Background: an optimization exercise with open tools, aiming at small area, a short achievable clock period and few clock cycles. Do not read the settings as production practice.
The RTL was checked by simulation tests, not by an equivalence proof against the original design.
Power figures rest on the tool's default switching activity, not on a simulated workload.

Design chk_unit, start of the top module:
module chk_unit (
    input  wire        clk,
    input  wire        rst,
    input  wire        job_valid,
    output wire        job_ready,
    input  wire [31:0] job_cmd,
    input  wire [23:0] job_len,
    input  wire        in_valid,
    output wire        in_ready,
    input  wire [63:0] in_data,
    output reg         res_valid,
    output reg         res_refused,
    output reg  [2:0]  res_refuse_code,
    output reg  [31:0] res_result,
    output reg  [3:0]  res_code,
    output reg  [15:0] res_acount,
    output reg         res_copy,
    output reg  [47:0] res_tail,
    output reg  [2:0]  res_tail_len,
    input  wire        reg_wr,
    input  wire        reg_rd,
    input  wire [15:0] reg_addr,
    input  wire [31:0] reg_wdata,
    output reg  [31:0] reg_rdata
);
    localparam OP_COMPUTE = 2'd0;
    localparam OP_APPEND  = 2'd1;
    localparam OP_CHECK   = 2'd2;
    localparam CODE_DONE     = 4'd2;
    localparam CODE_MISMATCH = 4'd3;
    localparam CODE_REPEAT   = 4'd4;
    localparam CODE_JUMP     = 4'd5;
    integer n;
    reg [31:0] ctx_state [0:15];
    reg [1:0]  ctx_poly  [0:15];
    reg [15:0] ctx_valid;
    reg [15:0] ach_tx  [0:15];
    reg [7:0]  ach_win [0:15];
    reg [15:0] ach_rx  [0:15];
    reg [15:0] ach_rxv;
    reg [15:0] txd, wnd, rxd;
    reg [31:0] cnt_jobs, cnt_mismatch, cnt_alive_err, cnt_refused;
    function [31:0] sat_inc;
        input [31:0] c;
        sat_inc = (c[30:0] == 31'h7FFF_FFFF) ? {1'b1, c[30:0]} : c + 32'd1;
    endfunction
    reg        rdy;
    assign job_ready = rdy;
    assign in_ready  = rdy;
    wire take = job_valid & rdy;
    reg [1:0]  j_op;        
    reg        j_opbad;     
    reg [1:0]  j_poly;
    reg        j_alive, j_resume, j_save;
    reg [3:0]  j_ctx, j_achan;
    reg [23:0] rin;         
    reg        first_pend;  
    reg        take_d;      
    reg [1:0]  nfl;         
    reg [1:0]  c_op;
    reg [1:0]  c_poly;
    reg        c_alive, c_save;
    reg [3:0]  c_ctx, c_achan;
    reg [2:0]  c_rc;
    reg [15:0] c_cnt;
    reg        c_fwd;       
  ...
Size: ~1900 flip-flops, ~320 I/O pins, about 93000 sq um of cells after synthesis.
==> flow/config.mk <==
export PLATFORM = sky130hd
export DESIGN_NAME = chk_unit
export DESIGN_NICKNAME = chk_unit
export VERILOG_FILES = /design/flow/design.v
export SDC_FILE = /design/flow/constraint.sdc
export NUM_CORES = 4
export LEC_CHECK = 0
export CAP_MARGIN = 20
export CORE_MARGIN = 2
export CORE_UTILIZATION = 35
export SLEW_MARGIN = 20
==> flow/constraint.sdc <==
create_clock -name core_clock -period 20.0 [get_ports {clk}]
set_input_delay 4.0000 -clock core_clock [delete_from_list [all_inputs] [get_ports {clk}]]
set_output_delay 4.0000 -clock core_clock [all_outputs]
set_load 0.01 [all_outputs]
standard.sh (not shown) runs the stock make flow with config.mk's settings and CLKGATE_MAP_FILE= SYNTH_SCRIPT=/design/flow/synth_recipe.tcl, a recipe that flattens the netlist after the stock synthesis.
==> flow/flow/run.sh <==
#!/bin/bash
# The standard synthesis, unchanged, then the standard flow's own layout steps with
# repair_timing asked for more setup slack than the 20 ns clock needs, so
# that the layout is optimised towards a shorter period.  Each step's full
# output goes to a log file of its own in this folder.
set -euo pipefail
MARGIN=$(cat flow/margin.txt)
bash standard.sh synth > synth.log 2>&1
bash standard.sh SETUP_SLACK_MARGIN="$MARGIN" finish > layout.log 2>&1
==> flow/flow/margin.txt <==
14
The starting point finished clean.
Testbench counts at the start, summed over its fixed seeds: cycles 55,509.
Edit:
--- a/flow/config.mk
+++ b/flow/config.mk
@@ -11,0 +12 @@
+export TNS_END_PERCENT = 5
- The changed run finished clean
- design area goes down by 0.52%
- routed wire length increases by 0.60%
- clock-buffer cell count goes down by 9
- power came out higher by 0.50%
- sequential power barely changes
- via count came out higher by 0.32%
- utilization goes down by 0.22 points

---

== before ==
Another version of the RTL of chk_unit (not shown whole).
For scale: roughly 7700 cells after synthesis, roughly 320 I/O pins, roughly 92000 um2 of cells after synthesis.
Settings: LEC_CHECK=0, CAP_MARGIN=20, CORE_MARGIN=2, CORE_UTILIZATION=35, SLEW_MARGIN=20; clock period 20.0 ns.
==> flow/flow/margin.txt <==
13
Scripts as last shown in full above: flow/flow/run.sh
Testbench counts of before, summed over its fixed seeds: cycles 55,509.
> inputs changed (before -> after)
==> flow/flow/margin.txt <==
14
-- flow/config.mk --
<<< before, line 9
export CORE_MARGIN = 2
export CORE_UTILIZATION = 35
export SLEW_MARGIN = 20
>>> after, line 9
export CORE_MARGIN = 2
export CORE_UTILIZATION = 45
export CTS_BUF_LIST = sky130_fd_sc_hd__clkbuf_8
export CTS_CLUSTER_SIZE = 30
export SLEW_MARGIN = 20
Results
- When after is set beside before, its register-to-register slack turns out to be 0.88 ns larger.
- Compared with before, after supports a higher clock frequency.
- before → after: met2 track utilization from global routing up 15 points, via count increased by 3209 relative to the old numbers.
- Setup slack, before and after: smaller value in before
- Sort before and after by power share of the combinational group, ascending, and before comes first.
- Final cell utilization of the core: after vs before up 14 points
- In the metrics for before and after, the one carrying the lower die area is after.

---

== run 1 ==
Starting RTL as in the previous note.
export LEC_CHECK = 0
export CAP_MARGIN = 20
export CORE_MARGIN = 2
export CORE_UTILIZATION = 35
export CTS_CLUSTER_DIAMETER = 100
export CTS_CLUSTER_SIZE = 30
export SLEW_MARGIN = 20
create_clock -name core_clock -period 20.0 [get_ports {clk}]
==> flow/flow/margin.txt <==
14
Scripts as last shown in full above: flow/flow/run.sh
Both conditions hold for run 1: the flow ran to the end and the final layout passed the timing, DRC and antenna checks.
Testbench counts of run 1, summed over its fixed seeds: cycles 55,509.
diff inputs: run 1 => run 2
- a deleted CTS_CLUSTER_SIZE that had been 30
- an added TNS_END_PERCENT of 5
- a deleted CTS_CLUSTER_DIAMETER that had been 100
Results
Run 2 completed; timing, DRC and antenna clean. Run 2 reports its slowest cell on the critical path as xnor2_1 while run 1 reports or4_4. Changes observed in run 2 relative to run 1: sequential cell area fraction in the yosys report ~0 delta, met3 wire length grew by 190 um. Summary of run 2 over run 1: routed wire length -11000 um, hold slack -0.011 ns, total global routing track utilization shrank by 0.57 points. The proportion of power drawn by flip-flops and latches of run 2 falls short of that of run 1 by 1.6 points. NOTE CTS buffer count run 1->run 2 increased by more than 100%. In the flow results for run 2 and run 1, the data required time of the critical path is smaller on run 2.
The following lists how run 3 was set up differently from run 2:
- clearing TNS_END_PERCENT, which used to be 5
For run 3, the launching element of the worst setup path was reg_addr[5], unlike run 2, where it was e_k[0].
Reported for run 2 and run 3, total standard cell area after synthesis turned out identical to the last digit.
Run 3 vs. run 2: worst hold slack went down, number of antenna repair diodes shows an increase of 14.
From run 2 to run 3 the numbers moved as follows: area added between synthesis and finish went up 2.8 points, share of the clock period used by the worst path after layout went down 0.34 points, relative slew slack went up 5.0 points.
#### Input delta (run 4 over run 3)
==> flow/flow/margin.txt <==
15
Results
In run 4, the total leakage power came out 6.7 nW above the value in run 3. Compared with run 3, in run 4 post-route cell area has increased; sequential share of layout area fell by 5.1 points; cell area after placement now larger; layout overhead on the synthesized area moved up; via count increased 5863. Changes observed in run 4 relative to run 3: final instance count without filler cells increased by about 5.6% relative to the old numbers, count of TritonRoute iterations in the first routing pass has increased, setup slack after layout -0.13 ns, proportion of power drawn by combinational gates increased by 4.7 points relative to the old numbers, total power of the final layout higher.

[afterwards: timing with drivers on the ports]
Ports are ideal in the flow. The routed layouts listed here were re-timed in OpenROAD. Step 1 (the two cells are an assumption about what drives the block):
set clk [get_ports {clk}]
set_driving_cell -lib_cell sky130_fd_sc_hd__clkbuf_16 $clk
set_driving_cell -lib_cell sky130_fd_sc_hd__buf_2 [delete_from_list [all_inputs] $clk]
Step 2 times the ports against the registers' clock, not the clock port: input delays grow and output delays shrink by t, the midpoint of the rising clock arrivals with the driver on. a / b / c = ideal / step 1 / step 2; a / b = the first two.
run	t, ns	setup slack, ns	slew at the worst register clock pin (ns)
the first run of note 1	0.955	13.966 / 13.920 / 13.058	0.07 / 0.07
the second run of note 1	0.981	13.842 / 13.814 / 12.845	0.08 / 0.08
before	0.956	12.880 / 12.841 / 11.885	0.08 / 0.08
after	1.113	13.734 / 13.737 / 12.625	0.08 / 0.08
run 1	0.900	13.651 / 13.630 / 12.730	0.12 / 0.12
run 2	0.965	13.716 / 13.708 / 12.747	0.08 / 0.08
run 3	0.960	13.784 / 13.736 / 12.775	0.07 / 0.07
run 4	0.971	13.651 / 13.590 / 12.620	0.08 / 0.08
After both steps setup and hold are still met in every run listed. For after, which loses most, drivers alone change the setup slack by +0.003 ns; drivers and shift together by -1.109 ns.
